Context: an optimization exercise on an open-source flow, tuned for small area and a short achievable clock period. The choices shown serve that exercise and are no tape-out recipe.
In this exercise RTL edits were held to simulation tests only and were not proved equivalent to the original.
Power is estimated from default activity; no workload was simulated.

Setup of run 1:
// crane_dot4
module crane_dot4 (
    input  wire         clk,
    input  wire         rst,
    input  wire         in_valid,
    input  wire         in_acc,
    input  wire [9:0]   in_anchor,
    input  wire [2:0]   in_wfmt,
    input  wire [2:0]   in_xfmt,
    input  wire         in_wmx,
    input  wire         in_xmx,
    input  wire [7:0]   in_wscale,
    input  wire [7:0]   in_xscale,
    input  wire [31:0]  in_w,
    input  wire [31:0]  in_x,
    output reg          out_valid,
    output wire [127:0] out_acc,
    output wire         out_ovf,
    output wire         out_inx,
    output wire         out_nf
);
Settings: LEC_CHECK=0, ABC_AREA=1, CAP_MARGIN=20, CORE_MARGIN=2, CORE_UTILIZATION=65, CTS_BUF_LIST=sky130_fd_sc_hd__clkbuf_4 sky130_fd_sc_hd__clkbuf_8, PLACE_DENSITY=0.75, SLEW_MARGIN=20, TNS_END_PERCENT=0; clock period 24.0 ns.
standard.sh (not shown) runs the stock make flow with config.mk's settings and CLKGATE_MAP_FILE= SYNTH_SCRIPT=/design/flow/synth_recipe.tcl, a recipe that flattens the netlist after the stock synthesis.
==> flow/flow/run.sh <==
#!/bin/bash
# Layout flow: the standard layout (standard.sh) with two changes to how
# it is made, none to the constraints it is measured against:
#  - the ports are buffered by the smallest plain buffer instead of the
#    delay buffer ORFS picks by default (every port still gets a buffer);
#  - ORFS's timing repair aims for more setup slack than the default, so
#    that it works on the paths that set the achieved period.
# The full output of the make run goes to flow_make.log in the work folder.
set -euo pipefail
export BUFFER_PORTS_ARGS="-buffer_cell sky130_fd_sc_hd__buf_1"
export SETUP_SLACK_MARGIN=18.0
bash standard.sh finish > flow_make.log 2>&1
Run 1 closes out successfully: all stages finished, all timing, DRC and antenna checks passed.
diff inputs: run 1 => run 2
# run 1
export LEC_CHECK = 0
export ABC_AREA = 1
export CAP_MARGIN = 20
export CORE_MARGIN = 2
export CORE_UTILIZATION = 65
export CTS_BUF_LIST = sky130_fd_sc_hd__clkbuf_4 sky130_fd_sc_hd__clkbuf_8
export PLACE_DENSITY = 0.75
export SLEW_MARGIN = 20
export TNS_END_PERCENT = 0
create_clock -name core_clock -period 24.0 [get_ports {clk}]
# run 2
export LEC_CHECK = 0
export ABC_AREA = 1
export CAP_MARGIN = 20
export CORE_MARGIN = 2
export CORE_UTILIZATION = 65
export PLACE_DENSITY = 0.75
export SLEW_MARGIN = 20
create_clock -name core_clock -period 24.0 [get_ports {clk}]
==> flow/run.sh (new file) <==
#!/bin/bash
# synth_recipe.tcl (not shown) runs the flow's synth.tcl, then flattens the netlist and writes it again
# the make line also repeats each setting of config.mk as NAME=value (left out here)
make -C /OpenROAD-flow-scripts/flow DESIGN_CONFIG=/design/flow/config.mk WORK_HOME=/design/flow/orfs CLKGATE_MAP_FILE= SYNTH_SCRIPT=/design/flow/synth_recipe.tcl finish
removed: flow/flow/run.sh
removed: flow/standard.sh
Period utilization: run 1 and run 2 compared, lower one is run 1
Run 2 vs run 1: number of signal-net buffers in the layout down by more than 10%
Having completed the whole flow, run 2 delivered a layout that passed the timing, DRC and antenna checks.
Total count of hold-check failures in the final report: run 1 vs run 2 — no meaningful difference
For the wire length reported by the detailed router, run 2 came in 0.41% higher than run 1 did.
Relative to run 1, final net count has gone down in run 2.
The worst setup path startpoint comes out d1r[1][3] in one run and acc_r[74] in the other, namely in run 2 and run 1 respectively.
Final instance area, run 1 and run 2, lower one = run 1.
Run 1 vs run 2, end point of the critical path: out_acc[74] vs lsum2[52]
## Diff of input files: run 3 against run 2
# run 2
export LEC_CHECK = 0
export ABC_AREA = 1
export CAP_MARGIN = 20
export CORE_MARGIN = 2
export CORE_UTILIZATION = 65
export PLACE_DENSITY = 0.75
export SLEW_MARGIN = 20
create_clock -name core_clock -period 24.0 [get_ports {clk}]
# run 3
export LEC_CHECK = 0
export ABC_AREA = 1
export CAP_MARGIN = 20
export CORE_MARGIN = 2
export CORE_UTILIZATION = 65
export CTS_BUF_LIST = sky130_fd_sc_hd__clkbuf_4 sky130_fd_sc_hd__clkbuf_8
export PLACE_DENSITY = 0.75
export SLEW_MARGIN = 20
export TNS_END_PERCENT = 5
create_clock -name core_clock -period 24.0 [get_ports {clk}]
==> flow/flow/run.sh (new file) <==
#!/bin/bash
# Layout flow: the standard layout (standard.sh) with two changes to how
# it is made, none to the constraints it is measured against:
#  - the ports are buffered by the smallest plain buffer instead of the
#    delay buffer ORFS picks by default (every port still gets a buffer);
#  - ORFS's timing repair aims for more setup slack than the default, so
#    that it works on the paths that set the achieved period.
# The full output of the make run goes to flow_make.log in the work folder.
set -euo pipefail
export BUFFER_PORTS_ARGS="-buffer_cell sky130_fd_sc_hd__buf_1"
export SETUP_SLACK_MARGIN=17.8
bash standard.sh finish > flow_make.log 2>&1
==> flow/standard.sh (new file) <==
#!/bin/bash
# synth_recipe.tcl (not shown) runs the flow's synth.tcl, then flattens the netlist and writes it again
# the make line also repeats each setting of config.mk as NAME=value (left out here)
make -C /OpenROAD-flow-scripts/flow DESIGN_CONFIG=/design/flow/config.mk WORK_HOME=/design/flow/orfs CLKGATE_MAP_FILE= SYNTH_SCRIPT=/design/flow/synth_recipe.tcl "${@:-finish}"
removed: flow/run.sh
On share of the yosys chip area belonging to registers, run 3 and run 2 are neck and neck.
Compared to run 2, run 3 has first-iteration DRC count 3.0% lower.
Sort run 3 and run 2 by multi-input logic portion of the cell area asc -> top: run 2
Run 3 was carried through to the last stage, and its layout satisfied the timing, DRC and antenna checks.
Comparing run 3 and run 2, part of the power in the clock network is lower on run 3.
Looking only at power share of the sequential group, and setting everything else aside, the higher value of run 3 and run 2 goes to run 3.
Run 3 vs run 2, capture point of the critical path: p1r[2][15] vs lsum2[52]
Compared to run 2, run 3 has longest individual stage delay on the worst path 0.36 ns lower.
The run showing the smaller worst setup slack is run 2.
Per the comparison of run 3 with run 2, count of clock-buffer cells in the layout shows an increase of 47, sequential cell area shows an increase of 65 µm², fraction of area in registers shows an increase of 0.29 points.
diff inputs: run 3 => run 4
--- a/flow/flow/run.sh
+++ b/flow/flow/run.sh
@@ -9,4 +9,4 @@
 set -euo pipefail
 export BUFFER_PORTS_ARGS="-buffer_cell sky130_fd_sc_hd__buf_1"
-export SETUP_SLACK_MARGIN=17.8
+export SETUP_SLACK_MARGIN=18.5
 bash standard.sh finish > flow_make.log 2>&1
Findings:
Comparing run 4 and run 3, the lower relative max-transition margin was measured on run 3.
Between run 3 and run 4, net load switching power increased.
Going from run 3 to run 4, sum of met3 wire segment lengths after detailed routing grew by more than 10%.
Against run 3, run 4 comes in 1.4 points higher on global routing usage on met1.
Compared with run 3, run 4 is the more power-hungry design.
From run 3 to run 4, number of clock sinks did not move at all.
Start-to-end type of the worst setup path: register to output pin -> run 4, register to register -> run 3
In the reports for run 4 and run 3, the larger cell area belongs to run 4.
Of the two candidates, run 3 has the better HPWL reported at the end of detailed placement and run 4 the worse one.

==> port drivers added, routing unchanged <==
No port has a modelled driver above. Below, the same layouts with a new extraction and two added sets of constraints. Step 1 sets driving cells, clkbuf_16 on the clock port and buf_2 on the other inputs (assumed; they add their load-dependent delay and slew). Step 2, shift: input delay + t, output delay - t, t = (earliest + latest rising clock arrival at the registers) / 2. This alone moves slack from input paths to output paths. Three values: ideal, step 1, step 2; two values: the first two.
| run | t, ns | slack for setup (ns) | cell pins on the clock port's net |
|---|---|---|---|
| run 1 | 0.831 | 17.864 / 17.790 / 17.914 | 1 |
| run 2 | 0.704 | 16.353 / 16.353 / 16.353 | 1 |
| run 3 | 0.828 | 17.824 / 17.788 / 17.824 | 1 |
| run 4 | 0.838 | 17.850 / 17.775 / 17.915 | 1 |
After both steps setup and hold are still met in every run listed.
